Context: an optimization exercise on an open-source flow, tuned for small area, a short achievable clock period and few clock cycles. The choices shown serve that exercise and are no tape-out recipe.
Only simulation tests tie the RTL to the original design; equivalence was not proved.
No activity file was given, so power comes from the tool's default toggle rates.

<file path="flow/constraint.sdc">
create_clock -name core_clock -period 12.0 [get_ports {clk}]
set_input_delay 2.4000 -clock core_clock [delete_from_list [all_inputs] [get_ports {clk}]]
set_output_delay 2.4000 -clock core_clock [all_outputs]
set_load 0.01 [all_outputs]
</file>
<file path="flow/flow/run.sh">
#!/bin/bash
set -euo pipefail
bash standard.sh finish SETUP_SLACK_MARGIN=7 TNS_END_PERCENT=20 > flow_make.log 2>&1
</file>
<file path="flow/standard.sh">
#!/bin/bash
# synth_recipe.tcl (not shown) runs the flow's synth.tcl, then flattens the netlist and writes it again
# the make line also repeats each setting of config.mk as NAME=value (left out here)
make -C /OpenROAD-flow-scripts/flow DESIGN_CONFIG=/design/flow/config.mk WORK_HOME=/design/flow/orfs CLKGATE_MAP_FILE= SYNTH_SCRIPT=/design/flow/synth_recipe.tcl "${@:-finish}"
</file>
<file path="flow/design.v">
module pewter_dec (
    input  wire        clk,
    input  wire        rst,           
    input  wire        start,         
    input  wire [18:0] raw_len,       
    input  wire [31:0] in_data,       
    input  wire        in_valid,
    output wire        in_ready,
    output reg         tok_valid,
    input  wire        tok_ready,
    output reg  [1:0]  tok_kind,      
    output reg  [7:0]  tok_lit,
    output reg  [16:0] tok_len,       
    output reg  [18:0] tok_dist,      
    output reg  [1:0]  tok_err        
);
    localparam NLL  = 289;
    localparam NLT  = 256;            
    localparam NHI  = 33;             
    localparam NDS  = 36;
    localparam NTAB = NLL + NDS;
    localparam K_LIT = 2'd0, K_MATCH = 2'd1, K_END = 2'd2, K_ERR = 2'd3;
    localparam E_TABLE = 2'd1, E_SYMBOL = 2'd2, E_LENGTH = 2'd3;
    localparam P_IDLE = 3'd0,
               P_TAB  = 3'd1,    
               P_SET  = 3'd2,    
               P_DEC  = 3'd3,    
               P_FIN  = 3'd4;    
    localparam I_LIT = 2'd0, I_MATCH = 2'd1, I_END = 2'd2, I_ERR = 2'd3;
    integer i;
    genvar  g;
    reg [2:0]  ph;
    reg        tok_last;          
    reg [63:0] bb;
    reg [6:0]  bcnt;
    reg        rdy;
    reg [2:0]  bpos;              
    reg [31:0] iw;
    reg        iw_v;
    wire       idle = (ph == P_IDLE);
    assign in_ready = idle || !iw_v || rdy;
    wire in_fire = in_valid && in_ready;
    wire mg      = !idle && iw_v && rdy;     
    wire av16 = (bcnt[6:4] != 3'd0);
    reg        sk_v;
    reg [1:0]  sk_kind, sk_err;
    reg        sk_last;
    reg [7:0]  sk_lit;
    reg [16:0] sk_len;
    reg [18:0] sk_dist;
    reg [24:0] toh;               
    reg [7:0] lt_arr [0:NLT-1];
    reg [5:0] hi_arr [0:NHI-1];   
    reg [5:0] ds_arr [0:NDS-1];
    reg [8:0] pre_lt [1:14];
    reg [5:0] pre_hi [1:14];
    reg [5:0] pre_ds [1:14];
    reg       end_used;
    reg [8:0] pos;
    wire [23:0] tw   = bb[23:0];
    wire [3:0]  n1   = tw[3:0];
    wire        r1   = (n1 == 4'd15);
    wire [3:0]  n2   = r1 ? tw[11:8] : tw[7:4];
    wire [3:0]  c2   = r1 ? tw[15:12] : tw[11:8];
    wire        r2   = (n2 == 4'd15);
    wire [1:0]  o3   = {1'b0, r1} + {1'b0, r2};
    wire [3:0]  n3   = (o3 == 2'd0) ? tw[11:8]  : (o3 == 2'd1) ? tw[15:12] : tw[19:16];
    wire [3:0]  c3   = (o3 == 2'd0) ? tw[15:12] : (o3 == 2'd1) ? tw[19:16] : tw[23:20];
    wire        r3   = (n3 == 4'd15);
    wire [4:0]  adv1 = r1 ? {1'b0, tw[7:4]} + 5'd2 : 5'd1;
    wire [4:0]  adv2 = r2 ? {1'b0, c2} + 5'd2 : 5'd1;
    wire [4:0]  adv3 = r3 ? {1'b0, c3} + 5'd2 : 5'd1;
    wire        ins1 = !r1 && (n1 != 4'd0);
    wire        ins2 = !r2 && (n2 != 4'd0);
    wire        ins3 = !r3 && (n3 != 4'd0);
    wire        near = pos > 9'd291;
    wire        far3 = (pos <= 9'd274) && (bcnt >= 7'd24);
    wire [9:0]  p1   = {1'b0, pos} + {5'd0, adv1};
    wire [9:0]  p2   = p1 + {5'd0, adv2};
    wire [9:0]  p3   = p2 + {5'd0, adv3};
    wire        t_err = near && (p1 > NTAB[9:0]);
    wire        do2  = !near && !(ins1 && ins2);
    wire        do3  = do2 && far3 && !((ins1 || ins2) && ins3);
    wire        t_go = (ph == P_TAB) && av16;
    wire [8:0]  pos_nx = do3 ? p3[8:0] : do2 ? p2[8:0] : p1[8:0];
    wire [8:0]  ins_pos = ins1 ? pos : ins2 ? p1[8:0] : p2[8:0];
    wire        t1_ins = ins1 || (do2 && ins2) || (do3 && ins3);
    wire [2:0]  k1 = r1 ? 3'd2 : 3'd1;
    wire [2:0]  k2 = k1 + (r2 ? 3'd2 : 3'd1);
    wire [2:0]  k3 = k2 + (r3 ? 3'd2 : 3'd1);
    reg  [6:1]  koh1, koh2, koh3;
    always @(*)
        for (i = 1; i <= 6; i = i + 1) begin
            koh1[i] = (k1 == i);
            koh2[i] = (k2 == i);
            koh3[i] = (k3 == i);
        end
    wire [6:1]  t_koh = do3 ? koh3 : do2 ? koh2 : koh1;
    reg        t2_v;
    reg [1:0]  t2_a;              
    reg [3:0]  t2_len;
    reg [8:0]  t2_sym;
    reg [8:0] t2_ip;              
    wire [8:0] ip_lt = t2_ip;
    wire [5:0] ip_hi = t2_ip[5:0];
    wire [5:0] ip_ds = t2_ip[5:0];
    wire [3:0] t1_len = ins1 ? n1 : ins2 ? n2 : n3;
    wire [1:0] t1_a   = (ins_pos < 9'd256) ? 2'd0 : (ins_pos < NLL[8:0]) ? 2'd1 : 2'd2;
    reg  [8:0] ipl;
    reg  [5:0] iph, ipd;
    always @(*) begin
        ipl = 9'd0;
        iph = 6'd0;
        ipd = 6'd0;
        for (i = 1; i <= 14; i = i + 1)
            if (t1_len == i) begin
                ipl = pre_lt[i];
                iph = pre_hi[i];
                ipd = pre_ds[i];
            end
        if (t2_v && t2_len <= t1_len) begin
            if (t2_a == 2'd0) ipl = ipl + 9'd1;
            if (t2_a == 2'd1) iph = iph + 6'd1;
            if (t2_a == 2'd2) ipd = ipd + 6'd1;
        end
    end
    wire [8:0] t1_ip = (t1_a == 2'd0) ? ipl : (t1_a == 2'd1) ? {3'd0, iph} : {3'd0, ipd};
    wire ins_lt = t2_v && (t2_a == 2'd0);
    wire ins_hi = t2_v && (t2_a == 2'd1);
    wire ins_ds = t2_v && (t2_a == 2'd2);
    wire [5:0] t2_hsym = (t2_sym[5:0] == 6'd0) ? 6'd32 : {1'b0, t2_sym[4:0] - 5'd1};
    wire [5:0] t2_dsym = t2_sym[5:0] - 6'd33;                     
    generate
        for (g = 0; g < NLT; g = g + 1) begin : g_lt
            wire ge  = (g >= ip_lt);
            wire gep = (g == 0) ? 1'b1 : ((g - 1) >= ip_lt);
            always @(posedge clk)
                if (ins_lt && ge)
                    lt_arr[g] <= (g == 0 || !gep) ? t2_sym[7:0] : lt_arr[g == 0 ? 0 : g - 1];
        end
        for (g = 0; g < NHI; g = g + 1) begin : g_hi
            wire ge  = (g >= ip_hi);
            wire gep = (g == 0) ? 1'b1 : ((g - 1) >= ip_hi);
            always @(posedge clk)
                if (ins_hi && ge)
                    hi_arr[g] <= (g == 0 || !gep) ? t2_hsym : hi_arr[g == 0 ? 0 : g - 1];
        end
        for (g = 0; g < NDS; g = g + 1) begin : g_ds
            wire ge  = (g >= ip_ds);
            wire gep = (g == 0) ? 1'b1 : ((g - 1) >= ip_ds);
            always @(posedge clk)
                if (ins_ds && ge)
                    ds_arr[g] <= (g == 0 || !gep) ? t2_dsym : ds_arr[g == 0 ? 0 : g - 1];
        end
    endgenerate
    reg [3:0]  stp;
    reg [21:0] cp_ll;             
    reg [18:0] cp_ds;
    reg [8:0]  pp_lt;
    reg [5:0]  pp_hi, pp_ds;
    reg        single_ll, single_ds, empty_ds;
    wire        qh     = (stp == 4'd1);
    wire [8:0]  qa_lt  = qh ? pre_lt[1] : pre_lt[3];
    wire [5:0]  qa_hi  = qh ? pre_hi[1] : pre_hi[3];
    wire [5:0]  qa_ds  = qh ? pre_ds[1] : pre_ds[3];
    wire [8:0]  qb_lt  = qh ? pre_lt[2] : pre_lt[4];
    wire [5:0]  qb_hi  = qh ? pre_hi[2] : pre_hi[4];
    wire [5:0]  qb_ds  = qh ? pre_ds[2] : pre_ds[4];
    wire [8:0]  qc_lt  = qh ? 9'd0 : pre_lt[2];
    wire [5:0]  qc_hi  = qh ? 6'd0 : pre_hi[2];
    wire [5:0]  qc_ds  = qh ? 6'd0 : pre_ds[2];
    wire [8:0]  q_lc1  = qa_lt - qc_lt;
    wire [5:0]  q_hc1  = qa_hi - qc_hi;
    wire [5:0]  q_dc1  = qa_ds - qc_ds;
    wire [8:0]  q_lc2  = qb_lt - qa_lt;
    wire [5:0]  q_hc2  = qb_hi - qa_hi;
    wire [5:0]  q_dc2  = qb_ds - qa_ds;
    wire [9:0]  q_n1   = {1'b0, q_lc1} + {4'd0, q_hc1};
    wire [11:0] q_m2   = {1'b0, q_n1, 1'b0} + {3'd0, q_lc2};
    reg  [8:0]  st_lc1;
    reg  [5:0]  st_dc1;
    reg  [9:0]  st_n1;           
    reg  [11:0] st_m2;           
    reg  [11:0] st_n2;           
    reg  [7:0]  st_dm;           
    always @(posedge clk) begin
        st_lc1 <= q_lc1;
        st_dc1 <= q_dc1;
        st_n1  <= q_n1;
        st_m2  <= q_m2;
        st_n2  <= q_m2 + {6'd0, q_hc2};
        st_dm  <= {1'b0, q_dc1, 1'b0} + {2'd0, q_dc2};
    end
    wire [21:0] st_f1  = {cp_ll[20:0], 1'b0};                         
    wire [21:0] st_ll1 = st_f1 + {13'd0, st_lc1};
    wire [21:0] st_c1  = st_f1 + {12'd0, st_n1};
    wire [21:0] st_ll2 = {cp_ll[19:0], 2'b00} + {10'd0, st_m2};
    wire [21:0] st_c2  = {cp_ll[19:0], 2'b00} + {10'd0, st_n2};
    wire [18:0] st_d1  = {cp_ds[17:0], 1'b0} + {13'd0, st_dc1};
    wire [18:0] st_d2  = {cp_ds[16:0], 2'b00} + {11'd0, st_dm};
    wire [8:0]  st_olt1 = pp_lt - st_f1[8:0];
    wire [5:0]  st_ohi1 = pp_hi - st_ll1[5:0];
    wire [5:0]  st_ods1 = pp_ds - {cp_ds[4:0], 1'b0};
    wire [8:0]  st_olt2 = pre_lt[1] - {st_c1[7:0], 1'b0};
    wire [5:0]  st_ohi2 = pre_hi[1] - st_ll2[5:0];
    wire [5:0]  st_ods2 = pre_ds[1] - {st_d1[4:0], 1'b0};
    wire        st_on   = (ph == P_SET) && (stp >= 4'd2) && (stp <= 4'd8);
    wire ll_ok = ((cp_ll == 22'd16384) || single_ll) && end_used;
    wire ds_ok = (cp_ds == 19'd16384) || single_ds || empty_ds;
    wire [14:0] lim_ll [1:14];
    wire [14:0] llim   [1:14];
    wire [14:0] lim_ds [1:14];
    generate
        for (g = 1; g <= 14; g = g + 1) begin : g_lim
            reg [g:0] ll_r, lt_r, ds_r;
            always @(posedge clk)
                if (st_on && stp == (g + 1) / 2 + 1) begin
                    ll_r <= (g % 2) ? st_c1[g:0]  : st_c2[g:0];
                    lt_r <= (g % 2) ? st_ll1[g:0] : st_ll2[g:0];
                    ds_r <= (g % 2) ? st_d1[g:0]  : st_d2[g:0];
                end
            assign lim_ll[g] = {{(14-g){1'b0}}, ll_r};
            assign llim[g]   = {{(14-g){1'b0}}, lt_r};
            assign lim_ds[g] = {{(14-g){1'b0}}, ds_r};
        end
    endgenerate
    reg        dmode;             
    wire [14:0] gl_ll, gl_ds;     
    wire [14:1] sl_ll, sl_ds;     
    wire [14:1] hl;               
    wire [7:0]  ix_lt [1:14];
    wire [5:0]  ix_hi [1:14];
    wire [5:0]  ix_ds [1:14];
    assign gl_ll[0] = 1'b1;
    assign gl_ds[0] = 1'b1;
    generate
        for (g = 1; g <= 14; g = g + 1) begin : g_cmp
            wire [g-1:0] top;
            genvar j;
            for (j = 0; j < g; j = j + 1) begin : g_rev
                assign top[g-1-j] = bb[j];
            end
            wire [8:0] top9;
            if (g >= 9) begin : g_t9
                assign top9 = top[8:0];
            end else begin : g_t9s
                assign top9 = {{(9-g){1'b0}}, top};
            end
            assign gl_ll[g] = {{(15-g){1'b0}}, top} >= lim_ll[g];
            assign gl_ds[g] = {{(15-g){1'b0}}, top} >= lim_ds[g];
            assign hl[g]    = {{(15-g){1'b0}}, top} >= llim[g];
            assign sl_ll[g] = gl_ll[g-1] && !gl_ll[g];
            assign sl_ds[g] = gl_ds[g-1] && !gl_ds[g];
            assign ix_lt[g] = pre_lt[g][7:0] + top9[7:0];
            assign ix_hi[g] = pre_hi[g] + top9[5:0];
            assign ix_ds[g] = pre_ds[g] + top9[5:0];
        end
    endgenerate
    wire [14:1] sel_l = dmode ? sl_ds : sl_ll;
    reg  [35:0] hoh_hi, hoh_ds;
    wire        nohit = dmode ? gl_ds[14] : gl_ll[14];
    reg [7:0] ax_lt;
    reg [5:0] ax_hi, ax_ds;
    reg       ax_h;
    always @(*) begin
        ax_lt = 8'd0;
        ax_hi = 6'd0;
        ax_ds = 6'd0;
        ax_h  = 1'b0;
        for (i = 1; i <= 14; i = i + 1) begin
            if (sl_ll[i]) begin
                ax_lt = ax_lt | ix_lt[i];
                ax_hi = ax_hi | ix_hi[i];
                ax_h  = ax_h | hl[i];
            end
            if (sl_ds[i]) ax_ds = ax_ds | ix_ds[i];
        end
        for (i = 0; i < 36; i = i + 1) begin
            hoh_hi[i] = (ax_hi == i);
            hoh_ds[i] = (ax_ds == i);
        end
    end
    reg        b_v;
    reg        b_mode;
    reg        b_nohit;
    reg        b_h;
    reg [7:0]  b_lx;
    reg [35:0] b_hoh;             
    wire [7:0] lt_grp [0:3];
    generate
        for (g = 0; g < 4; g = g + 1) begin : g_ltg
            assign lt_grp[g] = lt_arr[{g[1:0], b_lx[5:0]}];
        end
    endgenerate
    reg [5:0] sym_hi, sym_ds;
    always @(*) begin
        sym_hi = 6'd0;
        sym_ds = 6'd0;
        for (i = 0; i < NHI; i = i + 1)
            if (b_hoh[i]) sym_hi = sym_hi | hi_arr[i];
        for (i = 0; i < NDS; i = i + 1)
            if (b_hoh[i]) sym_ds = sym_ds | ds_arr[i];
    end
    wire [4:0] lb     = sym_hi[4:0];             
    wire       b_lb   = b_h && !sym_hi[5];
    reg [16:0] eoh_ll, eoh_ds;
    always @(*) begin
        eoh_ll = 17'd0;
        eoh_ds = 17'd0;
        for (i = 0; i < 16; i = i + 1)
            if (sym_hi[4:1] == i) eoh_ll[(i < 2) ? 0 : i - 1] = 1'b1;
        for (i = 0; i < 18; i = i + 1)
            if (sym_ds[5:1] == i) eoh_ds[(i < 2) ? 0 : i - 1] = 1'b1;
    end
    wire       redir  = b_v && !b_nohit && (b_mode ? (sym_ds[5:2] != 4'd0) : b_lb);
    wire       dsnow  = b_v && !b_nohit && !b_mode && b_lb && (sym_hi[4:2] == 3'd0);
    wire [2:0] pad_n    = 3'd0 - bpos;
    wire [7:0] pad_mask = (8'd1 << pad_n) - 8'd1;
    wire       pad_bad  = (bb[7:0] & pad_mask) != 8'd0;
    reg [4:0]  pm_b;
    reg [13:0] pm_x;
    reg        c1_v;
    reg [1:0]  c1_k;
    reg [31:0] c1_ltg;            
    reg [1:0]  c1_lsel;
    reg        c1_pad;
    reg [4:0]  c1_bl;
    reg [13:0] c1_xl;
    reg [5:0]  c1_bd;
    reg [15:0] c1_xd;
    reg        c2_v;
    reg [1:0]  c2_k;
    reg [7:0]  c2_lit;
    reg        c2_pad;
    reg [16:0] c2_m;
    reg [18:0] c2_d;
    reg [18:0] outcnt;
    reg [18:0] rem;               
    function [17:0] bucket_val;
        input [5:0]  b;
        input [15:0] x;
        reg   [4:0]  k;
        reg   [15:0] mask;
        begin
            if (b < 6'd4)
                bucket_val = {12'd0, b};
            else begin
                k = b[5:1];
                mask = (16'd1 << (k - 5'd1)) - 16'd1;
                bucket_val = ({16'd0, 1'b1, b[0]} << (k - 5'd1)) | {2'd0, x & mask};
            end
        end
    endfunction
    wire [17:0] c1_lx = bucket_val({1'b0, c1_bl}, {2'd0, c1_xl});
    wire [17:0] c1_dx = bucket_val(c1_bd, c1_xd);
    wire go = (ph == P_DEC) && av16 && !sk_v;
    always @(*) begin
        toh = 25'd0;
        if (t_go && !t_err) begin
            for (i = 1; i <= 6; i = i + 1)
                toh[4*i] = t_koh[i];
        end else if (go) begin
            if (dsnow)
                toh[14:1] = sl_ds;
            else if (redir)
                toh[16:0] = b_mode ? eoh_ds : eoh_ll;
            else
                toh[14:1] = sel_l;
        end
        if (toh[24:1] == 24'd0) toh[0] = 1'b1;
    end
    wire [63:0] lowm = ~(64'hffff_ffff_ffff_ffff << bcnt);
    wire [63:0] mrg  = (bb & lowm) | ({32'd0, iw} << bcnt);
    wire [6:0]  bcf  = bcnt + (mg ? 7'd32 : 7'd0);
    reg  [63:0] bb_nx;
    reg  [6:0]  bcnt_nx;
    reg  [2:0]  bpos_nx;
    reg         rdy_nx;
    reg  [6:0]  cnd;
    always @(*) begin
        bb_nx   = 64'd0;
        bcnt_nx = 7'd0;
        bpos_nx = 3'd0;
        rdy_nx  = 1'b0;
        for (i = 0; i <= 24; i = i + 1) begin
            cnd = bcf - i[6:0];
            if (toh[i]) begin
                bb_nx   = bb_nx | (mrg >> i);
                bcnt_nx = bcnt_nx | cnd;
                bpos_nx = bpos_nx | (bpos + i[2:0]);
                rdy_nx  = rdy_nx | (cnd <= 7'd32);
            end
        end
    end
    always @(posedge clk) begin
        if (idle) begin
            bb   <= {32'd0, in_data};
            bcnt <= in_valid ? 7'd32 : 7'd0;
            bpos <= 3'd0;
        end else begin
            bb   <= bb_nx;
            bcnt <= bcnt_nx;
            bpos <= bpos_nx;
        end
        if (in_fire && !idle) iw <= in_data;
    end
    reg       pv;                 
    reg [1:0] nk, ne;
    reg       n_lit, n_match;     
    always @(*) begin
        pv      = 1'b0;
        nk      = K_ERR;
        ne      = E_TABLE;
        n_lit   = 1'b0;
        n_match = 1'b0;
        case (ph)
        P_TAB: if (t_go && t_err) pv = 1'b1;
        P_SET: if (stp == 4'd9 && !(ll_ok && ds_ok)) pv = 1'b1;
        P_DEC: if (go && c2_v) begin
            pv = 1'b1;
            case (c2_k)
            I_ERR: ne = E_SYMBOL;
            I_LIT:
                if (rem == 19'd0) ne = E_LENGTH;
                else begin
                    nk    = K_LIT;
                    n_lit = 1'b1;
                end
            I_END:
                if (rem != 19'd0) ne = E_LENGTH;
                else if (c2_pad) ne = E_SYMBOL;
                else nk = K_END;
            default:
                if (c2_d > outcnt) ne = E_SYMBOL;
                else if ({2'd0, c2_m} > rem) ne = E_LENGTH;
                else begin
                    nk      = K_MATCH;
                    n_match = 1'b1;
                end
            endcase
        end
        default: ;
        endcase
    end
    wire tok_take = tok_valid && tok_ready;
    wire to_tok   = sk_v ? tok_take : (pv && (!tok_valid || tok_take));
    wire to_sk    = !sk_v && pv && tok_valid && !tok_ready;
    always @(posedge clk) begin
        if (rst) begin
            ph        <= P_IDLE;
            tok_valid <= 1'b0;
            sk_v      <= 1'b0;
            t2_v      <= 1'b0;
            iw_v      <= 1'b0;
            rdy       <= 1'b1;
        end else begin
            if (to_tok) tok_valid <= 1'b1;
            else if (tok_take) tok_valid <= 1'b0;
            if (to_sk) sk_v <= 1'b1;
            else if (tok_take) sk_v <= 1'b0;
            iw_v <= !idle && (in_fire || (iw_v && !mg));
            rdy  <= idle || rdy_nx;
            t2_v <= (ph == P_TAB) && t_go && !t_err && t1_ins;
            case (ph)
            P_IDLE: if (start) ph <= P_TAB;
            P_TAB:  if (t_go) begin
                        if (t_err) ph <= P_FIN;
                        else if (pos_nx == NTAB[8:0]) ph <= P_SET;
                    end
            P_SET:  if (stp == 4'd9) ph <= (ll_ok && ds_ok) ? P_DEC : P_FIN;
            P_DEC:  if (pv && nk[1]) ph <= P_FIN;
            P_FIN:  if (tok_take && tok_last) ph <= P_IDLE;
            default: ph <= P_IDLE;
            endcase
        end
    end
    always @(posedge clk) begin
        if (to_tok) begin
            tok_kind <= sk_v ? sk_kind : nk;
            tok_err  <= sk_v ? sk_err  : ne;
            tok_last <= sk_v ? sk_last : nk[1];
            tok_lit  <= sk_v ? sk_lit  : c2_lit;
            tok_len  <= sk_v ? sk_len  : c2_m;
            tok_dist <= sk_v ? sk_dist : c2_d;
        end
        if (to_sk) begin
            sk_kind <= nk;
            sk_err  <= ne;
            sk_last <= nk[1];
            sk_lit  <= c2_lit;
            sk_len  <= c2_m;
            sk_dist <= c2_d;
        end
        if (n_lit) begin
            outcnt <= outcnt + 19'd1;
            rem    <= rem - 19'd1;
        end
        if (n_match) begin
            outcnt <= outcnt + {2'd0, c2_m};
            rem    <= rem - {2'd0, c2_m};
        end
        if (ins_lt)
            for (i = 1; i <= 14; i = i + 1)
                if (i >= t2_len) pre_lt[i] <= pre_lt[i] + 9'd1;
        if (ins_hi)
            for (i = 1; i <= 14; i = i + 1)
                if (i >= t2_len) pre_hi[i] <= pre_hi[i] + 6'd1;
        if (ins_ds)
            for (i = 1; i <= 14; i = i + 1)
                if (i >= t2_len) pre_ds[i] <= pre_ds[i] + 6'd1;
        case (ph)
        P_IDLE: begin
            pos      <= 9'd0;
            end_used <= 1'b0;
            outcnt   <= 19'd0;
            rem      <= raw_len;
            for (i = 1; i <= 14; i = i + 1) begin
                pre_lt[i] <= 9'd0;
                pre_hi[i] <= 6'd0;
                pre_ds[i] <= 6'd0;
            end
        end
        P_TAB: if (t_go) begin
            pos    <= pos_nx;
            t2_len <= t1_len;
            t2_sym <= ins_pos;
            t2_a   <= t1_a;
            t2_ip  <= t1_ip;
            if (ins_pos == 9'd256 && t1_ins) end_used <= 1'b1;
            stp    <= 4'd0;
        end
        P_SET: begin
            if (stp == 4'd9) begin
                dmode <= 1'b0;
                b_v   <= 1'b0;
                c1_v  <= 1'b0;
                c2_v  <= 1'b0;
            end else if (stp <= 4'd1) begin
                stp <= stp + 4'd1;
                if (stp == 4'd1) begin
                    single_ll <= (pre_lt[14] == 9'd0) && (pre_hi[14] == 6'd1) &&
                                 (pre_hi[1] == 6'd1);
                    single_ds <= (pre_ds[1] == 6'd1) && (pre_ds[14] == 6'd1);
                    empty_ds  <= (pre_ds[14] == 6'd0);
                    cp_ll <= 22'd0;
                    cp_ds <= 19'd0;
                    pp_lt <= 9'd0;
                    pp_hi <= 6'd0;
                    pp_ds <= 6'd0;
                end
            end else begin
                for (i = 1; i < 13; i = i + 1) begin
                    pre_lt[i] <= pre_lt[i+2];
                    pre_hi[i] <= pre_hi[i+2];
                    pre_ds[i] <= pre_ds[i+2];
                end
                pre_lt[13] <= st_olt1;
                pre_hi[13] <= st_ohi1;
                pre_ds[13] <= st_ods1;
                pre_lt[14] <= st_olt2;
                pre_hi[14] <= st_ohi2;
                pre_ds[14] <= st_ods2;
                pp_lt <= pre_lt[2];
                pp_hi <= pre_hi[2];
                pp_ds <= pre_ds[2];
                cp_ll <= st_c2;
                cp_ds <= st_d2;
                stp <= stp + 4'd1;
            end
        end
        P_DEC: if (go) begin
            if (dsnow) begin
                b_v     <= 1'b1;
                b_mode  <= 1'b1;
                b_nohit <= gl_ds[14];
                b_hoh   <= hoh_ds;
                dmode   <= 1'b0;
            end else if (redir) begin
                b_v   <= 1'b0;
                dmode <= !b_mode;
            end else begin
                b_v     <= 1'b1;
                b_mode  <= dmode;
                b_nohit <= nohit;
                b_h     <= ax_h;
                b_lx    <= ax_lt;
                b_hoh   <= dmode ? hoh_ds : hoh_hi;
                dmode   <= 1'b0;
            end
            c1_v <= 1'b0;
            if (b_v) begin
                c1_v    <= 1'b1;
                c1_ltg  <= {lt_grp[3], lt_grp[2], lt_grp[1], lt_grp[0]};
                c1_lsel <= b_lx[7:6];
                c1_pad  <= pad_bad;
                c1_bl   <= pm_b;
                c1_xl   <= pm_x;
                c1_bd   <= sym_ds;
                c1_xd   <= bb[15:0];
                if (b_nohit)
                    c1_k <= I_ERR;
                else if (b_mode)
                    c1_k <= I_MATCH;
                else if (!b_h)
                    c1_k <= I_LIT;
                else if (!b_lb)
                    c1_k <= I_END;
                else begin
                    c1_v <= 1'b0;
                    pm_b <= lb;
                    pm_x <= bb[13:0];
                end
            end
            c2_v   <= c1_v;
            c2_k   <= c1_k;
            c2_lit <= c1_ltg[{c1_lsel, 3'd0} +: 8];
            c2_pad <= c1_pad;
            c2_m   <= c1_lx[16:0] + 17'd4;
            c2_d   <= {1'b0, c1_dx} + 19'd1;
        end
        default: ;
        endcase
    end
endmodule
</file>
<file path="flow/config.mk">
export PLATFORM = sky130hd
export DESIGN_NAME = pewter_dec
export DESIGN_NICKNAME = pewter_dec
export VERILOG_FILES = /design/flow/design.v
export SDC_FILE = /design/flow/constraint.sdc
export NUM_CORES = 4
export LEC_CHECK = 0
export CAP_MARGIN = 20
export CELL_PAD_IN_SITES_DETAIL_PLACEMENT = 1
export CELL_PAD_IN_SITES_GLOBAL_PLACEMENT = 1
export CORE_MARGIN = 2
export CORE_UTILIZATION = 30
export PLACE_DENSITY = 0.4
export SLEW_MARGIN = 20
</file>
==> metrics.md, run 1 <==
| Metric | Value |
|---|---|
| Slew @ Worst Pin | between 1000 and 1500 ps |
| Maxcap violations | 0 |
| Worst VDD drop | 0.245 mV |
| Yosys cell types | 120 |
| Core area | 699,000 um^2 |
| Die Span Y | 842 um |
| YS warnings | 7 |
| CTS tree | done |
| Syn Nets | ~20,000 |
| R2r startpoint | t2_ip[2] |
| Skew final | between 100 and 150 ps |
| Critical Path Max Stage Delay | ~1100 ps |
| RSZ-0062 raised after global routing | yes |
| Post-Syn Area | 211,000 um^2 |
| Fmax | between 150 and 200 MHz |
| Number of synthesized register bits | between 3,000 and 4,000 |
| Number of synthesized flops with an enable pin | roughly 3,300 |
| Rel. slew slack | about 7.3% |
| Commonest cells after routing, fill and taps aside | 3,263 x edfxtp_1, 1,823 x mux2_2, 1,614 x nand2_1, 1,084 x o21ai_0, 1,071 x a22oi_1 |
| Wirelength per Cell | between 40 and 50 um |
| Placed insts | approximately 28,000 |
| Clk slew on worst S/H paths | 60 ps |
| DRT iter0 DRCs | between 20,000 and 30,000 |
| CP Buf/Inv Count | 2 |
| Clock root buffer | clkbuf_16 |
| Final Hold Vio Count | 0 |
| Clock Path Buffers | 4 |
| Fin cells | about 29,000 |
| Status | finished clean |
| Routability cong. | roughly 0.98 |
| DRT Pass-1 Iters | 6 |
| CP arrival | between 6000 and 7000 ps |
| Most common cell after layout, fill and taps aside | edfxtp_1 |
| Crit Path Category | reg -> reg |
| Ys flop type | edfxtp_1 |
| Crit path capture type | flip-flop |
| Die ar. | roughly 710,000 um^2 |
| Setup crit start | t2_ip[2] |
| Syn_area_per_cell | approximately 11 um^2 |
| Leak pwr | between 80 and 90 nW |
| ANT nets after route | 0 |
| Initial core utilization | 30.1% |
| Skew-Pair Late Insertion Delay | ~1200 ps |
| Post-DP HPWL | between 900,000 and 1,000,000 um |
| Share of layout cells above drive strength 1 | 22.6% |
| Cts hold-fix bufs | 0 |
| Area growth syn-to-layout | 18.1% |
| Minimum clock period | 5560 ps |
| Total gr overflow | 0 |
| HP Class | reg -> reg |
| First-pass GRT wire length | about 1,700,000 um |
| Number of H-tree levels | 5 |
| DRC | 0 |
| Die Width | between 800 and 900 um |
| Slowest CP cell | a21oi_1 |
| Maximum fanout along the worst path | 27 |
| Overall Global Routing Usage | a little over a third |
| Vias in the first global route | between 150k and 200k |
| Port buffer count | 105 |
| Fin Setup TNS | 0 ps |
| Register area share after synthesis | 50.8% |
| Cells along the critical path | buf_4, nand2_1, nand2b_1, buf_4, nand2_1, a21oi_1, a21boi_1, nor2_1 |
| Fillcell total | ~75,000 |
| Vias per cell | 6.23 |
| Startpoint Class | flip-flop |
| Power per cell area | roughly 280 nW/um^2 |
| Top Ports | between 100 and 150 |
| Kind of cell adding the most delay to the critical path | compound AO/OA/AOI/OAI gates |
| Post-synth ARST share | 0% |
| Layout Nets | approximately 20,000 |
| Largest net degree at the start of global routing | 120 |
| Num CTS Buffers | approximately 470 |
| Final setup viols | 0 |
| Tcrit/Tclk final | 46.3% |
| Initial antenna violation count | around 220 |
| # rows | about 300 |
| Hold Crit Start | pm_b[4] |
| Final WL | between 1,000,000 and 1,500,000 um |
| Data required, critical path | about 13,000 ps |
| Clk sinks | 3,715 |
| Slew Limit Fails | 0 |
| Syn Inst Count | about 19,000 |
| Vias | between 150k and 200k |
## registers in the layout, indices dropped and copies added (netlist names), 64 cells and up
signal,cells
bb,64
pre_ds,84
hi_arr,198
pre_hi,84
g_lim.lt_r,119
g_lim.ll_r,119
g_lim.ds_r,119
ds_arr,216
pre_lt,126
lt_arr,2048
## metrics by stage
stage / worst slack (ps) / total power, mW / hold WS [ps] / cell area [um^2] / util [%]
floorplan: 6520 / 35.7 / 400 / 211000 / -
global placement: 4310 / 50.4 / 404 / 226000 / 32.3
CTS: 6400 / 68.1 / 407 / 247000 / 35.3
global route: 6290 / 71.1 / 422 / 249000 / 35.6
finish: 6440 / 69.3 / 416 / 249000 / 35.6
detailed placement: 4200 / 50.6 / 406 / 226000 / 32.3
## where the power goes
part / total [mW] / switching [mW] / internal [mW] / leakage [nW]
combinational: 36.0 / 24.0 / 12.0 / 47.2
clock: 14.6 / 6.42 / 8.19 / 7.38
sequential: 18.7 / 1.49 / 17.2 / 33.2
total: 69.3 / 31.9 / 37.4 / 87.7
## worst register-to-register path, cell delays in order (launching register included)
cell,delay (ps)
edfxtp_1,720
buf_4,560
nand2_1,340
nand2b_1,160
buf_4,300
nand2_1,740
a21oi_1,1130
a21boi_1,940
nor2_1,430
## worst paths after layout
path	endpoint	slack, ps	cells after the start
setup / recovery	lt_arr[182][7]	6440	8
hold / removal	c1_bl[4]	420	0
setup reg to reg	lt_arr[182][7]	6440	8
hold reg to reg	c1_bl[4]	420	0
## cell families (layout without fill, tap and decap cells)
logic type	Yosys count	in the layout	share of synthesized area (%)
compound gates	4935	4936	15.4
flops	3715	3715	50.8
simple gates	4487	4493	9.89
buf+inv	2141	2963	3.95
xor+xnor	806	806	3.35
fa+ha+maj	924	924	5.73
mux	2005	2005	10.9
other cells	0	55	0
## per-layer routing
metal  vias to the layer above  share of wire [%]  GRT usage, %
li1                      72800                  -             -
met1                     96500                 45          52.5
met2                     10300                 41          52.0
met3                      2075                9.6          7.96
met4                        56                4.3          12.3
met5                         -              0.027             0
## timing repair
| item | in CTS | in global routing |
|---|---|---|
| gates cloned | 42 | 7 |
| pin swaps | 136 | 107 |
| endpoints found under the hold margin | 0 | 0 |
| gates resized for setup | 568 | 213 |
| setup buffers | 269 | 81 |
| setup endpoints to repair | 440 | 414 |
## Yosys cell counts, drive strengths merged, types with 64 or more instances
master / n / area, um^2
o22ai: 501 / 3130
nor4: 174 / 1110
dfxtp: 452 / 9050
nor2: 1179 / 4440
edfxtp: 3263 / 98000
mux2i: 135 / 1370
a22o: 127 / 1110
nand2b: 136 / 851
a31oi: 64 / 400
o221ai: 108 / 952
o21ai: 1191 / 5970
o21bai: 77 / 578
a22oi: 1082 / 8140
nor2b: 100 / 626
a21o: 277 / 2080
nand3: 282 / 1430
mux2: 1829 / 20600
fa: 67 / 1340
ha: 857 / 10700
inv: 778 / 2920
a221oi: 146 / 1300
xnor2: 470 / 4120
and2: 183 / 1140
xor2: 336 / 2940
nand2: 1642 / 6170
buf: 230 / 1160
nor3: 182 / 991
o21a: 66 / 495
a21oi: 849 / 4290
clkbuf: 1129 / 4240
nand4: 329 / 2090
## cell type report
class                           count  area, um^2  share of cell area [%]
Inverter                          782        3020                    1.21
Antenna cell                       55         138                  0.0553
Timing Repair inverter              1        8.76                 0.00352
Multi-Input combinational cell  13200       99400                    39.9
Sequential cell                  3715      107000                    43.0
Clock inverter                    293        2730                    1.10
Clock buffer                      589       12400                    4.99
Tap cell                         9270       11600                    4.66
Timing Repair Buffer             1298       12600                    5.05
Testbench counts, summed over its fixed seeds: cycles 49,704.
==> run 2, diff against run 1 <==
==> flow/run.sh (new file) <==
#!/bin/bash
# synth_recipe.tcl (not shown) runs the flow's synth.tcl, then flattens the netlist and writes it again
# the make line also repeats each setting of config.mk as NAME=value (left out here)
make -C /OpenROAD-flow-scripts/flow DESIGN_CONFIG=/design/flow/config.mk WORK_HOME=/design/flow/orfs CLKGATE_MAP_FILE= SYNTH_SCRIPT=/design/flow/synth_recipe.tcl finish
--- a/flow/config.mk
+++ b/flow/config.mk
@@ -11,4 +11,6 @@
 export CORE_MARGIN = 2
 export CORE_UTILIZATION = 30
 export PLACE_DENSITY = 0.4
+export SETUP_SLACK_MARGIN = 5
 export SLEW_MARGIN = 20
+export TNS_END_PERCENT = 20
removed: flow/flow/run.sh
removed: flow/standard.sh
==> run 2 against run 1 <==
Against the previous run: non-clock buffer count decreased by 360; combinational power decreased by 9.4%; critical path type unchanged; still clean; first-iteration DRC count decreased by 4.5%; flip-flop and latch count unchanged; largest power group unchanged; count of clock-buffer cells in the layout decreased by 11.
==> metrics.md, run 2 <==
| Metric | Value |
|---|---|
| Largest register FFs | 2,048 (unchanged) |
| Final WL | 1,310,000 um (-1.8%) |
| Status | finished clean |
| Top reg by flops | lt_arr |
| Rel. slew slack | 9.62% (+2.3 points) |
| Top Ports | 106 (unchanged) |
| Crit Path Category | reg -> reg |
| Minimum clock period | 7000 ps (+1440 ps) |
| Yosys cell types | 120 (unchanged) |
| Initial antenna violation count | 236 (+7.8%) |
| Ys flop type | edfxtp_1 |
| DRC | 0 (unchanged) |
| Number of synthesized flops with an enable pin | 3,263 (unchanged) |
| Total gr overflow | 0 (unchanged) |
| Initial core utilization | 30.1% (unchanged) |
| Number of synthesized register bits | 3,715 (unchanged) |
| Area growth syn-to-layout | 14.6% |
| Final Hold Vio Count | 0 (unchanged) |
| Commonest cells after routing, fill and taps aside | 3,263 x edfxtp_1, 1,828 x mux2_2, 1,634 x nand2_1, 1,109 x o21ai_0, 1,079 x a22oi_1 |
| Number of H-tree levels | 5 (unchanged) |
| Clock Path Buffers | 4 (unchanged) |
| RSZ-0062 raised after global routing | yes |
| Share of layout cells above drive strength 1 | 19.4% (-3.2 points) |
| Overall Global Routing Usage | 35.4% (-0.49 points) |
| Syn Inst Count | 19,000 (unchanged) |
| Cell Int Power | 35.4 mW (-5.2%) |
| Data required, critical path | 12,940 ps (+140 ps) |
| Pre-CTS WS | 4000 ps (-198 ps) |
| YS warnings | 7 (unchanged) |
| # rows | 307 (unchanged) |
| Final setup viols | 0 (unchanged) |
| Die Width | 842 um (unchanged) |
| Layout Nets | 20,000 (-1.8%) |
| Post-synth top area share | 46.5% (unchanged) |
| Post-layout util | 34.5% (-1.1 points) |
| Slew @ Worst Pin | 1340 ps (-34.7 ps) |
| Most common cell after layout, fill and taps aside | edfxtp_1 |
| Skew final | 136 ps (-3.31 ps) |
| Core area | 699,000 um^2 (unchanged) |
| CTS tree | done |
| Port buffer count | 105 (unchanged) |
| Vias per cell | 6.20 (-0.38%) |
| Clock power share | 22.0% (+0.9 points) |
| Clk slew on worst S/H paths | 70 ps (about the same) |
| Largest net degree at the start of global routing | 135 (+13%) |
| Yosys top cell by area | edfxtp_1 |
| Post-Syn Area | 211,000 um^2 (unchanged) |
| Hold_ws | 423 ps (+7.40 ps) |
| Final setup margin | 5000 ps (-1440 ps) |
| Register area share after synthesis | 50.8% (unchanged) |
| Post-synth ARST share | 0% (unchanged) |
| Vias in the first global route | 171,000 (-0.85%) |
| Largest cells by area after synthesis | edfxtp_1 47%, mux2_2 9.8%, ha_1 5.1% |
| First-pass GRT wire length | 1,710,000 um (-1.2%) |
| ANT nets after route | 0 (unchanged) |
| Startpoint Class | flip-flop |
| DRT Pass-1 Iters | 8 (+2) |
| Leak pwr | 84.3 nW (-3.9%) |
| Sw frac | 46.3% (+0.20 points) |
| Clock root buffer | clkbuf_16 |
| Power share of the combinational group | 49.5% (-2.5 points) |
| Most frequent cell after synthesis | edfxtp_1 |
| Maxcap violations | 0 (unchanged) |
| Worst VDD drop | 0.203 mV (-17%) |
| Fin Setup TNS | 0 ps (unchanged) |
| Vias | 179,000 (-1.6%) |
| Fmax | 143 MHz (-21%) |
| DRT iter0 DRCs | 26,700 (-4.5%) |
| HP Class | reg -> reg |
| Syn Nets | 20,000 (unchanged) |
| Wirelength per Cell | 45.5 um (-0.50%) |
| CP arrival | 7930 ps (+1570 ps) |
| Tcrit/Tclk final | 58.3% (+12 points) |
| Slew Limit Fails | 0 (unchanged) |
| Die ar. | 709,000 um^2 (unchanged) |
| Biggest regs | lt_arr x2048, ds_arr x216, hi_arr x198 |
| Crit path capture type | flip-flop |
| Sw power | 30.5 mW (-4.4%) |
| Seq pwr share | 28.5% (+1.6 points) |
| Clk sinks | 3,715 (unchanged) |
| Commonest cells in the netlist | 3,263 x edfxtp_1, 1,828 x mux2_2, 1,640 x nand2_1 |
| Routability cong. | 0.988 (+0.72%) |
| Cts hold-fix bufs | 0 (unchanged) |
| Power per cell area | 273 nW/um^2 (-1.9%) |
| Die Span Y | 842 um (unchanged) |
| Maximum fanout along the worst path | 53 (+96%) |
| Skew-Pair Late Insertion Delay | 1160 ps (-20 ps) |
| Syn_area_per_cell | 11.1 um^2 (unchanged) |
| Post-DP HPWL | 966,000 um (+0.28%) |
| Num CTS Buffers | 466 (-1.1%) |
-- run 2: changes by cell type in the layout (fill, tap and decap cells not counted), sizes merged, moves of 2 or more --
cell      previous run  this run
buf               1155       831
bufbuf              29         0
bufinv              41        44
clkbuf             598       580
clkinv             234       229
clkinvlp            19         7
diode               55        73
inv                782       788
nand2             1644      1642
-- run 2: final timing paths --
kind | startpoint | end | slack [ps] | depth (start not counted)
setup / recovery | bb[9] | bb[38] | 5000 | 16
hold / removal | pm_x[12] | c1_xl[12] | 420 | 0
setup reg to reg | bb[9] | bb[38] | 5000 | 16
hold reg to reg | pm_x[12] | c1_xl[12] | 420 | 0
-- run 2: logic make-up after synthesis --
group | share of synthesized area (%)
AOI/OAI and AO/OA | 15.4
xor gates and xnor gates | 3.35
adders and majority gates | 5.73
buffers and inverters | 3.95
DFF | 50.8
muxes | 10.9
and+or+nand+nor | 9.89
-- run 2: critical path, stage by stage, from the launching register on --
cell      delay, ps
dfxtp_4         630
buf_4           640
inv_1           370
buf_4           340
ha_1            320
nand2b_1        140
a21o_1          170
a211oi_1        290
nor3_1          110
o31a_1          430
a21boi_2        390
mux2_2          460
o221ai_4        460
buf_4           740
o22ai_1         190
or4_1           540
or4_1           520
-- run 2: cell type report --
type                            count  area (um^2)
Clock inverter                    286         2760
Tap cell                         9270        11600
Multi-Input combinational cell  13200        97000
Inverter                          782         2950
Clock buffer                      578        12300
Timing Repair Buffer              938         7540
Sequential cell                  3715       107000
Antenna cell                       73          183
Fill cell                       75400       458000
-- run 2: power groups by stage --
stage                     Sequential (mW)  Clock (mW)  Combinational, mW
after CTS                            18.8        14.8               31.8
final                                18.8        14.5               32.6
after global placement               19.0           0               31.4
after detailed placement             19.0           0               31.6
after global routing                 18.8        15.2               33.9
after floorplan                      18.0           0               17.6
-- run 2: stage by stage --
step / power, mW / cells / area [um^2]
2_1_floorplan: 35.6 / 19000 / 211000
3_3_place_gp: 50.4 / 27800 / 226000
3_5_place_dp: 50.6 / 27800 / 226000
4_1_cts: 65.3 / 28700 / 241000
5_1_grt: 67.9 / 28700 / 241000
6_report: 65.9 / 28800 / 241000
-- run 2: repair_timing --
item                                    CTS  global route
endpoints found under the setup margin   82            75
pin swaps                                 0             6
gates resized for setup                  15            25
buffers inserted                          1            14
gates cloned                              1             0
-- run 2: per-layer routing --
metal | track usage (%) | share of wire, %
met5 | 0 | 0.034
met2 | 51.0 | 41
met3 | 8.43 | 9.7
met4 | 11.3 | 3.8
met1 | 52.1 | 45
==> run 3, diff against run 2 <==
==> flow/flow/run.sh (new file) <==
#!/bin/bash
set -euo pipefail
bash standard.sh finish SETUP_SLACK_MARGIN=7 TNS_END_PERCENT=20 > flow_make.log 2>&1
==> flow/standard.sh (new file) <==
#!/bin/bash
# synth_recipe.tcl (not shown) runs the flow's synth.tcl, then flattens the netlist and writes it again
# the make line also repeats each setting of config.mk as NAME=value (left out here)
make -C /OpenROAD-flow-scripts/flow DESIGN_CONFIG=/design/flow/config.mk WORK_HOME=/design/flow/orfs CLKGATE_MAP_FILE= SYNTH_SCRIPT=/design/flow/synth_recipe.tcl "${@:-finish}"
--- a/flow/config.mk
+++ b/flow/config.mk
@@ -9,8 +9,7 @@
 export CELL_PAD_IN_SITES_DETAIL_PLACEMENT = 1
 export CELL_PAD_IN_SITES_GLOBAL_PLACEMENT = 1
 export CORE_MARGIN = 2
-export CORE_UTILIZATION = 30
-export PLACE_DENSITY = 0.4
-export SETUP_SLACK_MARGIN = 5
+export CORE_UTILIZATION = 40
+export CTS_BUF_LIST = sky130_fd_sc_hd__clkbuf_8
+export PLACE_DENSITY = 0.5
 export SLEW_MARGIN = 20
-export TNS_END_PERCENT = 20
removed: flow/run.sh
==> run 3 against run 2 <==
Against the previous run: the layout now fails its checks (slew limit); die area down 25%; clock skew increased by 41 ps; flip-flop and latch count unchanged; sequential power is essentially flat; global-route usage grew 8.1 points; highest routed layer unchanged.
==> metrics.md, run 3 <==
| Metric | Value |
|---|---|
| Status | failed layout checks |
| Failing Checks | slew limit |
| Yosys top cell by area | edfxtp_1 |
| Slew Limit Fails | 2 (+2) |
| DRC | 0 (unchanged) |
| Total gr overflow | 0 (unchanged) |
| DRT iter0 DRCs | 30,600 (+14%) |
| Share of layout cells above drive strength 1 | 22.4% (+3.1 points) |
| Sw power | 30.6 mW (+0.14%) |
| Vias in the first global route | 175,000 (+2.5%) |
| First-pass GRT wire length | 1,590,000 um (-7.2%) |
| ANT nets after route | 0 (unchanged) |
| Initial core utilization | 40.1% (+10 points) |
| Overall Global Routing Usage | 43.5% (+8.1 points) |
| Power per cell area | 270 nW/um^2 (-1.1%) |
| Commonest cells in the netlist | 3,263 x edfxtp_1, 1,828 x mux2_2, 1,640 x nand2_1 |
| Routability cong. | 1.05 (+5.8%) |
| Yosys cell types | 120 (unchanged) |
| Startpoint Class | flip-flop |
| Final setup viols | 0 (unchanged) |
| Clk sinks | 3,715 (unchanged) |
| Clk slew on worst S/H paths | 60 ps (about the same) |
| Sw frac | 46.8% (+0.48 points) |
| Post-synth top area share | 46.5% (unchanged) |
| Register area share after synthesis | 50.8% (unchanged) |
| Number of synthesized flops with an enable pin | 3,263 (unchanged) |
| Final WL | 1,210,000 um (-8.0%) |
| Number of synthesized register bits | 3,715 (unchanged) |
| Rel. slew slack | -2.59% (-12 points) |
| Biggest regs | lt_arr x2048, ds_arr x216, hi_arr x198 |
| Syn Inst Count | 19,000 (unchanged) |
| Largest net degree at the start of global routing | 196 (+45%) |
| Cell Int Power | 34.8 mW (-1.8%) |
| Clock Path Buffers | 4 (unchanged) |
| Most common cell after layout, fill and taps aside | edfxtp_1 |
| Fmax | 179 MHz (+25%) |
| Post-synth ARST share | 0% (unchanged) |
| Fin Setup TNS | 0 ps (unchanged) |
| Vias per cell | 6.88 (+11%) |
| Maxcap violations | 0 (unchanged) |
| CP arrival | 6810 ps (-1120 ps) |
| Critical Path Max Stage Delay | 530 ps (-210 ps) |
| Most frequent cell after synthesis | edfxtp_1 |
| Die Span Y | 730 um (-13%) |
| Post-DP HPWL | 859,000 um (-11%) |
| Crit path capture type | flip-flop |
| CP Buf/Inv Count | 2 (-2) |
| Clock root buffer | clkbuf_8 |
| Worst VDD drop | 0.189 mV (-7.1%) |
| Minimum clock period | 5600 ps (-1390 ps) |
| Die ar. | 533,000 um^2 (-25%) |
| Initial antenna violation count | 165 (-30%) |
| Layout Nets | 20,500 (+2.4%) |
| Number of H-tree levels | 6 (+1) |
| DRT Pass-1 Iters | 9 (+1) |
| Largest cells by area after synthesis | edfxtp_1 47%, mux2_2 9.8%, ha_1 5.1% |
| Core area | 525,000 um^2 (-25%) |
| Syn Nets | 20,000 (unchanged) |
| Post-layout util | 46.1% (+12 points) |
| Commonest cells after routing, fill and taps aside | 3,263 x edfxtp_1, 1,823 x mux2_2, 1,617 x nand2_1, 1,090 x o21ai_0, 1,070 x a22oi_1 |
| Wirelength per Cell | 44.4 um (-2.5%) |
| Largest register FFs | 2,048 (unchanged) |
| YS warnings | 7 (unchanged) |
| Post-Syn Area | 211,000 um^2 (unchanged) |
| Skew-Pair Late Insertion Delay | 1430 ps (+270 ps) |
| Slew @ Worst Pin | 1540 ps (+196 ps) |
| # rows | 266 (-13%) |
| Final Hold Vio Count | 0 (unchanged) |
| Data required, critical path | 13,210 ps (+270 ps) |
| Port buffer count | 105 (unchanged) |
| CTS tree | done |
| Seq pwr share | 28.7% (+0.2 points) |
| Maximum fanout along the worst path | 4 (-92%) |
| Syn_area_per_cell | 11.1 um^2 (unchanged) |
| Tcrit/Tclk final | 46.7% (-12 points) |
| Vias | 187,000 (+4.6%) |
| Area growth syn-to-layout | 14.8% |
| Top reg by flops | lt_arr |
| Clock power share | 18.7% (-3.3 points) |
| Die Width | 730 um (-13%) |
| Slowest CP cell | edfxtp_1 |
| Skew final | 177 ps (+40.9 ps) |
| Num CTS Buffers | 697 (+50%) |
| Ys flop type | edfxtp_1 |
| HP Class | reg -> reg |
| RSZ-0062 raised after global routing | yes |
| Power share of the combinational group | 52.6% (+3.1 points) |
| Kind of cell adding the most delay to the critical path | compound AO/OA/AOI/OAI gates |
| Top Ports | 106 (unchanged) |
| Leak pwr | 86.9 nW (+3.0%) |
| Crit Path Category | reg -> reg |
==> run 3: cell counts after synthesis <==
No cell type changed its count.
==> run 3: area by class of cell <==
cell class / count / area (um^2)
Inverter: 782 / 3030
Multi-Input combinational cell: 13200 / 98800
Timing Repair Buffer: 1180 / 11100
Clock inverter: 546 / 2920
Timing Repair inverter: 4 / 37.5
Fill cell: 55600 / 283000
Antenna cell: 80 / 200
Sequential cell: 3715 / 107000
Tap cell: 6968 / 8720
Clock buffer: 727 / 10000
==> run 3: final timing paths <==
kind / startpoint / end / slack, ps / depth (start not counted)
worst max register to register: c2_m[0] / outcnt[18] / 6400 / 28
worst max-delay path: c2_m[0] / outcnt[18] / 6400 / 28
worst min-delay path: pm_x[11] / c1_xl[11] / 390 / 0
worst min register to register: pm_x[11] / c1_xl[11] / 390 / 0
==> run 3: power groups by stage <==
stage               sequential, mW  clock (mW)  combinational (mW)
floorplan                     18.1           0                17.6
global placement              19.0           0                29.3
detailed placement            19.0           0                29.7
CTS                           18.6        12.3                32.3
global route                  18.7        12.8                35.2
finish                        18.7        12.2                34.4
==> run 3: cell families after synthesis <==
logic type	Yosys count	share of synthesized area, %
AOI/OAI and AO/OA	4935	15.4
buffers and inverters	2141	3.95
adders and majority gates	924	5.73
and+or+nand+nor	4487	9.89
xor gates and xnor gates	806	3.35
DFF	3715	50.8
muxes	2005	10.9
==> run 3: layer usage <==
metal  wire length [um]  track usage (%)  up-vias
met5               1760             1.39        -
met4              58500             16.8      106
met3             184000             20.2     2965
met2             471000             58.8    14200
met1             489000             59.7    96600
li1                   -                -    73000
==> run 3: per-stage QoR <==
| stage | instances | hold slack [ps] | power (mW) | setup WS [ps] | area, um^2 |
|---|---|---|---|---|---|
| final | 27200 | 392 | 65.4 | 6400 | 242000 |
| after global routing | 27100 | 394 | 66.7 | 6160 | 242000 |
| after CTS | 27000 | 393 | 63.2 | 6290 | 240000 |
| after detailed placement | 25400 | 406 | 48.8 | 4310 | 222000 |
| after global placement | 25400 | 404 | 48.4 | 4500 | 222000 |
| after floorplan | 19000 | 400 | 35.7 | 6520 | 211000 |
==> run 3: timing repair <==
| action | in CTS | in global routing |
|---|---|---|
| cloned | 29 | 10 |
| setup endpoints to repair | 395 | 350 |
| resized for setup | 404 | 226 |
| pin swaps | 118 | 73 |
| hold buffers | 0 | 0 |
| setup buffers | 262 | 89 |
==> run 4, diff against run 3 <==
--- a/flow/design.v
+++ b/flow/design.v
@@ -101,6 +101,7 @@
     reg [3:0]  t2_len;
     reg [8:0]  t2_sym;
     reg [8:0] t2_ip;              
+    reg       t2_fw;              
     wire [8:0] ip_lt = t2_ip;
     wire [5:0] ip_hi = t2_ip[5:0];
     wire [5:0] ip_ds = t2_ip[5:0];
@@ -118,12 +119,8 @@
                 iph = pre_hi[i];
                 ipd = pre_ds[i];
             end
-        if (t2_v && t2_len <= t1_len) begin
-            if (t2_a == 2'd0) ipl = ipl + 9'd1;
-            if (t2_a == 2'd1) iph = iph + 6'd1;
-            if (t2_a == 2'd2) ipd = ipd + 6'd1;
-        end
     end
+    wire t1_fw = t2_v && (t2_a == t1_a) && (t2_len <= t1_len);
     wire [8:0] t1_ip = (t1_a == 2'd0) ? ipl : (t1_a == 2'd1) ? {3'd0, iph} : {3'd0, ipd};
     wire ins_lt = t2_v && (t2_a == 2'd0);
     wire ins_hi = t2_v && (t2_a == 2'd1);
@@ -132,22 +129,31 @@
     wire [5:0] t2_dsym = t2_sym[5:0] - 6'd33;                     
     generate
         for (g = 0; g < NLT; g = g + 1) begin : g_lt
-            wire ge  = (g >= ip_lt);
-            wire gep = (g == 0) ? 1'b1 : ((g - 1) >= ip_lt);
+            wire g0  = (g >= ip_lt);
+            wire g1  = (g >= 1) && ((g - 1) >= ip_lt);
+            wire g2  = (g >= 2) && ((g - 2) >= ip_lt);
+            wire ge  = t2_fw ? g1 : g0;
+            wire gep = (g == 0) ? 1'b1 : (t2_fw ? g2 : g1);
             always @(posedge clk)
                 if (ins_lt && ge)
                     lt_arr[g] <= (g == 0 || !gep) ? t2_sym[7:0] : lt_arr[g == 0 ? 0 : g - 1];
         end
         for (g = 0; g < NHI; g = g + 1) begin : g_hi
-            wire ge  = (g >= ip_hi);
-            wire gep = (g == 0) ? 1'b1 : ((g - 1) >= ip_hi);
+            wire g0  = (g >= ip_hi);
+            wire g1  = (g >= 1) && ((g - 1) >= ip_hi);
+            wire g2  = (g >= 2) && ((g - 2) >= ip_hi);
+            wire ge  = t2_fw ? g1 : g0;
+            wire gep = (g == 0) ? 1'b1 : (t2_fw ? g2 : g1);
             always @(posedge clk)
                 if (ins_hi && ge)
                     hi_arr[g] <= (g == 0 || !gep) ? t2_hsym : hi_arr[g == 0 ? 0 : g - 1];
         end
         for (g = 0; g < NDS; g = g + 1) begin : g_ds
-            wire ge  = (g >= ip_ds);
-            wire gep = (g == 0) ? 1'b1 : ((g - 1) >= ip_ds);
+            wire g0  = (g >= ip_ds);
+            wire g1  = (g >= 1) && ((g - 1) >= ip_ds);
+            wire g2  = (g >= 2) && ((g - 2) >= ip_ds);
+            wire ge  = t2_fw ? g1 : g0;
+            wire gep = (g == 0) ? 1'b1 : (t2_fw ? g2 : g1);
             always @(posedge clk)
                 if (ins_ds && ge)
                     ds_arr[g] <= (g == 0 || !gep) ? t2_dsym : ds_arr[g == 0 ? 0 : g - 1];
@@ -257,7 +263,8 @@
         end
     endgenerate
     wire [14:1] sel_l = dmode ? sl_ds : sl_ll;
-    reg  [35:0] hoh_hi, hoh_ds;
+    reg  [4:0]  hq_hi, hq_ds;     
+    reg  [7:0]  hr_hi, hr_ds;     
     wire        nohit = dmode ? gl_ds[14] : gl_ll[14];
     reg [7:0] ax_lt;
     reg [5:0] ax_hi, ax_ds;
@@ -275,9 +282,13 @@
             end
             if (sl_ds[i]) ax_ds = ax_ds | ix_ds[i];
         end
-        for (i = 0; i < 36; i = i + 1) begin
-            hoh_hi[i] = (ax_hi == i);
-            hoh_ds[i] = (ax_ds == i);
+        for (i = 0; i < 5; i = i + 1) begin
+            hq_hi[i] = (ax_hi[5:3] == i);
+            hq_ds[i] = (ax_ds[5:3] == i);
+        end
+        for (i = 0; i < 8; i = i + 1) begin
+            hr_hi[i] = (ax_hi[2:0] == i);
+            hr_ds[i] = (ax_ds[2:0] == i);
         end
     end
     reg        b_v;
@@ -285,7 +296,8 @@
     reg        b_nohit;
     reg        b_h;
     reg [7:0]  b_lx;
-    reg [35:0] b_hoh;             
+    reg [4:0]  b_hq;              
+    reg [7:0]  b_hr;
     wire [7:0] lt_grp [0:3];
     generate
         for (g = 0; g < 4; g = g + 1) begin : g_ltg
@@ -297,9 +309,9 @@
         sym_hi = 6'd0;
         sym_ds = 6'd0;
         for (i = 0; i < NHI; i = i + 1)
-            if (b_hoh[i]) sym_hi = sym_hi | hi_arr[i];
+            if (b_hq[i / 8] && b_hr[i % 8]) sym_hi = sym_hi | hi_arr[i];
         for (i = 0; i < NDS; i = i + 1)
-            if (b_hoh[i]) sym_ds = sym_ds | ds_arr[i];
+            if (b_hq[i / 8] && b_hr[i % 8]) sym_ds = sym_ds | ds_arr[i];
     end
     wire [4:0] lb     = sym_hi[4:0];             
     wire       b_lb   = b_h && !sym_hi[5];
@@ -526,6 +538,7 @@
             t2_sym <= ins_pos;
             t2_a   <= t1_a;
             t2_ip  <= t1_ip;
+            t2_fw  <= t1_fw;
             if (ins_pos == 9'd256 && t1_ins) end_used <= 1'b1;
             stp    <= 4'd0;
         end
@@ -573,7 +586,8 @@
                 b_v     <= 1'b1;
                 b_mode  <= 1'b1;
                 b_nohit <= gl_ds[14];
-                b_hoh   <= hoh_ds;
+                b_hq    <= hq_ds;
+                b_hr    <= hr_ds;
                 dmode   <= 1'b0;
             end else if (redir) begin
                 b_v   <= 1'b0;
@@ -584,7 +598,8 @@
                 b_nohit <= nohit;
                 b_h     <= ax_h;
                 b_lx    <= ax_lt;
-                b_hoh   <= dmode ? hoh_ds : hoh_hi;
+                b_hq    <= dmode ? hq_ds : hq_hi;
+                b_hr    <= dmode ? hr_ds : hr_hi;
                 dmode   <= 1'b0;
             end
             c1_v <= 1'b0;
==> run 4 against run 3 <==
Against the previous run: now clean on timing, DRC and antenna; via count down 0.36%; global-route usage fell by 0.98 points; clock skew increased by 7.8 ps; sequential power fell by 6%; first-iteration DRC count grew 1.2%; combinational power shrank about 10%; critical endpoint is now bcnt[4].
==> metrics.md, run 4 <==
| Metric | Value |
|---|---|
| Status | finished clean |
| Fin Setup TNS | 0 ps (unchanged) |
| Post-Syn Area | 211,000 um^2 (about the same) |
| Hold Crit Start | pm_x[5] |
| DP Area | 222,000 um^2 (+0.15%) |
| Vias in the first global route | 174,000 (-0.48%) |
| Post-DP HPWL | 850,000 um (-1.1%) |
| Tcrit/Tclk final | 46.0% (-0.70 points) |
| Syn_area_per_cell | 11.1 um^2 (-0.27%) |
| Grt met2 use | 58.2% (-0.58 points) |
| Port buffer count | 105 (unchanged) |
| Met3 Use GR | 17.5% (-2.7 points) |
| Crit path capture type | flip-flop |
| Wirelength per Cell | 43.7 um (-1.4%) |
| Die Span Y | 730 um (about the same) |
| R2r startpoint | bb[2] |
| Clk sinks | 3,693 (-0.59%) |
| Number of synthesized register bits | 3,693 (-0.59%) |
| Rel. slew slack | 5.35% (+7.9 points) |
| Commonest cells after routing, fill and taps aside | 3,241 x edfxtp_1, 1,889 x mux2_2, 1,481 x nand2_1, 1,129 x nor2_1, 1,040 x a22oi_1 |
| Routability cong. | 1.08 (+3.1%) |
| Final WL | 1,180,000 um (-1.9%) |
| Skew-Pair Late Insertion Delay | 1420 ps (about the same) |
| Slew @ Worst Pin | 1420 ps (-119 ps) |
| Design area | 241,000 um^2 (-0.38%) |
| Fmax | 181 MHz (+1.5%) |
| RSZ-0062 raised after global routing | yes |
| Overall Global Routing Usage | 42.5% (-0.98 points) |
| Vias | 186,000 (-0.36%) |
| Hold Path Depth | 0 (unchanged) |
| DRC | 0 (unchanged) |
| Maxcap violations | 0 (unchanged) |
| # rows | 266 (unchanged) |
| Clk slew on worst S/H paths | 60 ps (about the same) |
| Post-synth ARST share | 0% (unchanged) |
| Post-synth top area share | 46.2% (-0.32 points) |
| Biggest regs | lt_arr x2048, ds_arr x216, hi_arr x198 |
| Most frequent cell after synthesis | edfxtp_1 |
| Area growth syn-to-layout | 14.3% |
| Number of H-tree levels | 6 (unchanged) |
| Power per cell area | 253 nW/um^2 (-6.5%) |
| CP arrival | 6740 ps (-70 ps) |
| Leak pwr | 85.8 nW (-1.3%) |
| Final setup viols | 0 (unchanged) |
| Skew final | 185 ps (+7.80 ps) |
| Slew Limit Fails | 0 (-2) |
| Final setup margin | 6480 ps (+83.6 ps) |
| Final Hold Vio Count | 0 (unchanged) |
| Top Ports | 106 (unchanged) |
| Yosys cell types | 103 (-14%) |
| Initial core utilization | 40.2% (about the same) |
| Syn Inst Count | 19,100 (+0.29%) |
| Pre-CTS WS | 3480 ps (-825 ps) |
| Reg2reg setup slack | 6480 ps (+80 ps) |
| M1 GR Usage | 58.1% (-1.6 points) |
| Syn Nets | 20,000 (+0.26%) |
| Crit Path Category | reg -> reg |
| Share of layout cells above drive strength 1 | 22.0% (-0.48 points) |
| ANT nets after route | 0 (unchanged) |
| Core area | 525,000 um^2 (unchanged) |
| Die ar. | 533,000 um^2 (about the same) |
| Clock Path Buffers | 4 (unchanged) |
| DRT Pass-1 Iters | 10 (+1) |
| Worst reg2reg endpoint | bcnt[4] |
| First-pass GRT wire length | 1,560,000 um (-1.8%) |
| Fillcell total | 55,700 (+0.20%) |
| Startpoint Class | flip-flop |
| Top reg by flops | lt_arr |
| Reg2Reg Depth | 26 (-7.1%) |
| Num CTS Buffers | 688 (-1.3%) |
| Commonest cells in the netlist | 3,241 x edfxtp_1, 1,893 x mux2_2, 1,499 x nand2_1 |
| HP Class | reg -> reg |
| Largest net degree at the start of global routing | 204 (+4.1%) |
| Initial antenna violation count | 157 (-4.8%) |
| Register area share after synthesis | 50.5% (-0.32 points) |
| Cts hold-fix bufs | 0 (unchanged) |
| Ys flop type | edfxtp_1 |
| Total gr overflow | 0 (unchanged) |
| Maximum fanout along the worst path | 11 (+7) |
| Vias per cell | 6.88 (about the same) |
| Die Width | 730 um (about the same) |
| Worst hold endpoint | c1_xl[5] |
| Yosys top cell by area | edfxtp_1 |
| DRT iter0 DRCs | 30,900 (+1.2%) |
| YS warnings | 7 (unchanged) |
| Clock root buffer | clkbuf_8 |
| Data required, critical path | 13,220 ps (about the same) |
| Layout Nets | 20,400 (-0.49%) |
| Most utilized layer in the global route result | met2 |
| Worst VDD drop | 0.227 mV (+21%) |
| Minimum clock period | 5520 ps (-83.6 ps) |
| CTS tree | done |
| Largest cells by area after synthesis | edfxtp_1 46%, mux2_2 10%, ha_1 5.1% |
| Number of synthesized flops with an enable pin | 3,241 (-0.67%) |
| Largest register FFs | 2,048 (unchanged) |
| Most common cell after layout, fill and taps aside | edfxtp_1 |
==> run 4: cell types whose count changed after synthesis, moves of 33 or more <==
cell,change
a21oi_1,+33
a221oi_1,+34
a22o_1,+42
a22oi_1,-38
buf_1,+44
buf_2,-45
clkbuf_1,+46
mux2_2,+65
nand2_1,-141
nor2_1,+85
nor3_1,+48
o21ai_0,-50
o22a_1,+69
==> run 4: worst max-delay path by stage <==
| stage | from | endpoint | slack, ps | depth (start not counted) |
|---|---|---|---|---|
| floorplan | bb[0] | bcnt[3] | 6180 | 25 |
| global placement | bb[3] | bb[41] | 3550 | 22 |
| detailed placement | bb[3] | bb[54] | 3480 | 22 |
| CTS | stp[2] | st_n2[11] | 6480 | 20 |
| global route | c2_m[1] | outcnt[16] | 6350 | 28 |
| finish | bb[2] | bcnt[4] | 6480 | 26 |
==> run 4: cell families after synthesis <==
group	count (synthesis)	share of synthesized area, %
buf+inv	2153	3.92
simple gates	4485	9.93
mux	2038	11.0
flops	3693	50.5
compound gates	4994	15.7
xor+xnor	784	3.26
fa+ha+maj	921	5.71
==> run 4: layout make-up <==
cell class / count / area, um^2 / area share [%]
Timing Repair inverter: 1 / 6.26 / 0.00260
Timing Repair Buffer: 1070 / 9900 / 4.11
Clock buffer: 720 / 9910 / 4.11
Clock inverter: 516 / 3200 / 1.33
Multi-Input combinational cell: 13200 / 99600 / 41.3
Antenna cell: 88 / 220 / 0.0914
Tap cell: 6968 / 8720 / 3.62
Sequential cell: 3693 / 106000 / 44.2
Inverter: 768 / 2950 / 1.23
==> run 4: what timing repair did <==
action                     in CTS  in global routing
setup buffers                 141                 77
gates cloned                   19                 17
pin swaps                      90                105
setup endpoints to repair     340                386
gates resized for setup       319                237
==> run 4: per-layer routing <==
metal,vias to the layer above,part of all wire (%)
met2,14200,40
met4,98,5.5
met1,95700,40
met3,3081,14
li1,73200,-
met5,-,0.17
==> run 4: metrics by stage <==
step / instances / total power [mW] / utilization [%] / hold slack [ps]
finish: 27100 / 60.9 / 45.9 / 418
global route: 27000 / 62.2 / 45.9 / 425
CTS: 26900 / 58.9 / 45.4 / 420
detailed placement: 25500 / 45.3 / 42.4 / 406
global placement: 25500 / 44.9 / 42.3 / 403
floorplan: 19100 / 33.2 / - / 400
==> run 4: power breakdown <==
| part | leakage (nW) | switching, mW | internal [mW] | total [mW] |
|---|---|---|---|---|
| Combinational | 45.2 | 20.6 | 10.4 | 30.9 |
| Clock | 7.60 | 6.21 | 6.19 | 12.4 |
| Sequential | 32.9 | 1.10 | 16.5 | 17.6 |
==> run 4: worst max-delay path: stages, from the launching register on <==
cell and delay [ps]:
dfxtp_4 420, nand4_4 220, or3_4 410, a21oi_4 160, inv_2 90, buf_12 130, ha_4 230, mux2i_4 230
nor4_4 430, inv_4 110, ha_4 180, inv_4 50, fa_2 240, buf_6 120, nand3_2 50, a311o_1 350
o211ai_1 150, a2111oi_4 140, buf_4 170, nand2_2 60, o32a_4 220, nand4_4 110, or4_4 480, buf_12 180
buf_16 180, a21oi_2 120, o31a_1 120
Testbench counts of run 4, summed over its fixed seeds: cycles 49,704.

separate check: timing with driven ports:
Ports are ideal in the flow. The routed layouts listed here were re-timed in OpenROAD. Step 1: set_driving_cell puts a clkbuf_16 on clk and a buf_2 on each other input, an assumption about the parent block. Step 2 adds t to the input delays and takes it off the output delays; t is the mean of the earliest and latest rising clock arrival at the registers after step 1. Input paths then give back, and output paths get back, about the clock's delay inside the block. Slacks: ideal ports / drivers / drivers and shift; pairs: ideal ports / drivers.
run	t, ns	setup slack, ns	worst setup path at the end	latest minus earliest clock arrival (ns)	worst slew at a driven data input, ns
run 1	1.246	6.443 / 6.443 / 6.443	register to register	0.152 / 0.152	0.30
run 2	1.229	5.004 / 5.004 / 5.004	register to register	0.151 / 0.150	0.30
run 3	1.457	6.398 / 6.398 / 6.398	register to register	0.191 / 0.192	0.11
run 4	1.457	6.482 / 6.382 / 6.482	register to register	0.185 / 0.185	0.09
